From an optimization exercise on the open Yosys and OpenROAD flow, aimed at small area, a short achievable clock period and few clock cycles per item; shortcuts taken in it are not production practice. RTL that was checked went through simulation tests only; none was proved equivalent to the original.

==> flow/design.v (excerpt) <==
module fp8_dot_exact #(
    parameter LANES = 8
) (
    input  wire                 clk,
    input  wire                 rst,
    input  wire                 in_valid,
    output wire                 in_ready,
    input  wire                 in_last,
    input  wire                 a_e5,
    input  wire                 b_e5,
    input  wire [8*LANES-1:0]   a,
    input  wire [8*LANES-1:0]   b,
    input  wire [2:0]           out_fmt,
    input  wire [1:0]           rnd_mode,
    input  wire                 sat,
    input  wire [31:0]          rword,
    output wire                 out_valid,
    output wire [31:0]          out_data
);
Size: about 6900 cells after synthesis, roughly 210 I/O pins, about 63000 um2 of cells after synthesis.
clock: 25.0 ns
lec_check: 0
cap_margin: 20
core_margin: 2
core_utilization: 60
cts_cluster_diameter: 110
cts_cluster_size: 28
slew_margin: 20
run.sh (not shown) runs the stock make flow with config.mk's settings and CLKGATE_MAP_FILE= SYNTH_SCRIPT=/design/flow/synth_recipe.tcl, a recipe that flattens the netlist after the stock synthesis.
Testbench counts at the start, summed over its fixed seeds: cycles 36,788, beats 36,740.
Then changed:
Settings changed: CORE_UTILIZATION 60 to 65, CTS_CLUSTER_DIAMETER 110 to 100, CTS_CLUSTER_SIZE 28 to 24.
What happened:
- area after synthesis stays the same
- non-clock buffer count decreases by 4
- first-iteration DRC count increases by 18%
- via count increases by 4.5%
- global-route usage increases by 5.8 points
- wire length increases by 5.8%
Then changed:
Settings changed: CORE_UTILIZATION 65 to 60.
Outcome: The new run finished clean. Non-clock buffer count came out higher by 4. Wire length went down by 5.5%. Final cell count climbs by 1.3%. Setup slack loses 0.0051 ns. Critical path depth does not change. Worst hold slack barely changes. Count of clock-buffer cells in the layout went down by 1. Maximum frequency is about the same. Design area is about the same.
Then changed:
Settings changed: CTS_CLUSTER_DIAMETER 100 to default, CTS_CLUSTER_SIZE 24 to default.
Result: Setup slack degrades by 0.073 ns. Wire length went up by 1.6%.


## run a
fp8_dot_exact, a different RTL version from the one above (not shown whole).
For scale: about 700 flip-flops, roughly 210 I/O pins, ~63000 um^2 of cells after synthesis.
Settings: LEC_CHECK=0, CAP_MARGIN=20, CORE_MARGIN=2, CORE_UTILIZATION=40, SLEW_MARGIN=20; clock period 25.0 ns.
Testbench counts of run a, summed over its fixed seeds: cycles 36,788, beats 36,740.
diff inputs: run a => run b
Settings: CORE_UTILIZATION now 65, was 40; PLACE_DENSITY now 0.75, previously not set.
## What came out
The final worst clock skew of run b and that of run a are within noise of each other. Per the comparison of run b with run a, average detailed-routed wire length per instance increased about 13%, sum of routed wire length over all layers increased 3.2%. Final HPWL from detailed placement came out lower on run b than on run a. Run a vs run b, capturing element of the worst setup path: r1_s[4] vs conv.b_inc. Delta (run b minus run a): number of non-clock buffers moved up, achievable clock frequency decreased by about 3% relative to the old numbers. Transition time at the pin with the least slew margin, run b and run a, lower one = run a. On first-pass GRT wire length, run a beats run b. Post-route worst setup slack delta for run b relative to run a: 0.23 ns lower. Run comparison: run a library cell contributing the largest single delay on the critical path fa_1; run b library cell contributing the largest single delay on the critical path a2111oi_0.


== trial 97 ==
Another version of the RTL of fp8_dot_exact (not shown whole).
For scale: about 7200 cells after synthesis, about 640 flip-flops, ~63000 sq um of cells after synthesis.
clock: 25.0 ns
lec_check: 0
cap_margin: 20
core_margin: 2
core_utilization: 40
slew_margin: 20
Trial 97: PASS, flow complete, no timing, DRC or antenna violations
--- input diff trial 97..build 60 ---
# trial 97
export LEC_CHECK = 0
export CAP_MARGIN = 20
export CORE_MARGIN = 2
export CORE_UTILIZATION = 40
export SLEW_MARGIN = 20
create_clock -name core_clock -period 25.0 [get_ports {clk}]
# build 60
export LEC_CHECK = 0
export CAP_MARGIN = 50
export CORE_MARGIN = 2
export CORE_UTILIZATION = 40
export SLEW_MARGIN = 60
create_clock -name core_clock -period 25.0 [get_ports {clk}]
Results
Lower post-DP HPWL goes to trial 97 over build 60. Per the comparison of build 60 with trial 97, critical path depth now sits higher; pin count of the biggest net entering global routing held steady; final area moved up. Summary of the comparison: layout buffering overhead excluding clock cells is higher in build 60, relative to trial 97. Antenna diode count: build 60 vs trial 97 down 2. Build 60: hold slack 4.4 ps below trial 97. As far as final wirelength is concerned, build 60 and trial 97 perform about the same.
Function was not checked in any run of this note: the RTL went through the layout flow alone.


## build 87
Another version of the RTL of fp8_dot_exact (not shown whole).
Size in the first run: about 6900 cells after synthesis, about 810 flip-flops, about 210 I/O pins, roughly 63000 um2 of cells after synthesis.
==> flow/config.mk <==
export PLATFORM = sky130hd
export DESIGN_NAME = fp8_dot_exact
export DESIGN_NICKNAME = fp8_dot_exact
export VERILOG_FILES = /design/flow/design.v
export SDC_FILE = /design/flow/constraint.sdc
export NUM_CORES = 4
export LEC_CHECK = 0
export CAP_MARGIN = 20
export CORE_MARGIN = 2
export CORE_UTILIZATION = 65
export PLACE_DENSITY = 0.75
export SLEW_MARGIN = 20
==> flow/constraint.sdc <==
create_clock -name core_clock -period 25.0 [get_ports {clk}]
set_input_delay 5.0000 -clock core_clock [delete_from_list [all_inputs] [get_ports {clk}]]
set_output_delay 5.0000 -clock core_clock [all_outputs]
set_load 0.01 [all_outputs]
Having completed the whole flow, build 87 delivered a layout that passed the timing, DRC and antenna checks.
Testbench counts of build 87, summed over its fixed seeds: cycles 36,788, beats 36,740.
The inputs of trial 51 differ from those of build 87 as listed below.
Settings: changing SLEW_MARGIN from 20 to 45; changing CORE_UTILIZATION from 65 to 40; removing PLACE_DENSITY (formerly 0.75).
Findings:
- Measured against build 87, the number of vias per cell after detailed routing of trial 51 comes out at 0.861 times the reference value.
- In the reports for build 87 and trial 51, the smaller share of cell area taken by flip-flops and latches belongs to trial 51.
- Compared to build 87, trial 51 shows a narrower setup margin.
- Placer congestion estimate (trial 51 / build 87): 0.946
- Of the two values seen for end point of the critical path, out_data[4] was produced by build 87 and out_data[5] by trial 51.
- Against build 87, trial 51 comes in 796 higher on well-tap cell count.

-- what the ideal ports hide --
The results above use ideal ports. As a check the final layouts listed here were re-extracted and re-timed, cells and wires unchanged. Step 1 sets driving cells, clkbuf_16 on the clock port and buf_2 on the other inputs (assumed; they add their load-dependent delay and slew). Step 2 adds t to the input delays and takes it off the output delays; t is the mean of the earliest and latest rising clock arrival at the registers after step 1. Input paths then give back, and output paths get back, about the clock's delay inside the block. a / b / c = ideal ports / drivers / drivers and shift; a / b = the first two.
run | t, ns | slack for setup (ns) | latest minus earliest clock arrival (ns) | worst register clock-pin slew, ns
the first run of note 1 | 0.742 | 18.392 / 18.392 / 18.111 | 0.046 / 0.045 | 0.12 / 0.12
the second run of note 1 | 0.756 | 18.445 / 18.367 / 18.032 | 0.043 / 0.043 | 0.10 / 0.10
the third run of note 1 | 0.770 | 18.440 / 18.362 / 18.078 | 0.024 / 0.024 | 0.10 / 0.10
the fourth run of note 1 | 0.785 | 18.366 / 18.366 / 18.092 | 0.054 / 0.055 | 0.08 / 0.08
run a | 0.792 | 17.927 / 17.927 / 17.421 | 0.061 / 0.060 | 0.07 / 0.07
run b | 0.746 | 17.700 / 17.700 / 17.382 | 0.054 / 0.053 | 0.07 / 0.07
trial 97 | 0.785 | 16.883 / 16.883 / 16.883 | 0.071 / 0.072 | 0.07 / 0.07
build 60 | 0.790 | 17.137 / 17.137 / 17.137 | 0.064 / 0.064 | 0.07 / 0.07
build 87 | 0.784 | 18.428 / 18.351 / 18.040 | 0.057 / 0.058 | 0.07 / 0.07
trial 51 | 0.792 | 18.402 / 18.326 / 18.082 | 0.046 / 0.046 | 0.07 / 0.07
After both steps every run listed still meets setup and hold. For run a, which loses most, drivers alone change the setup slack by 0.000 ns; drivers and shift together by -0.506 ns.
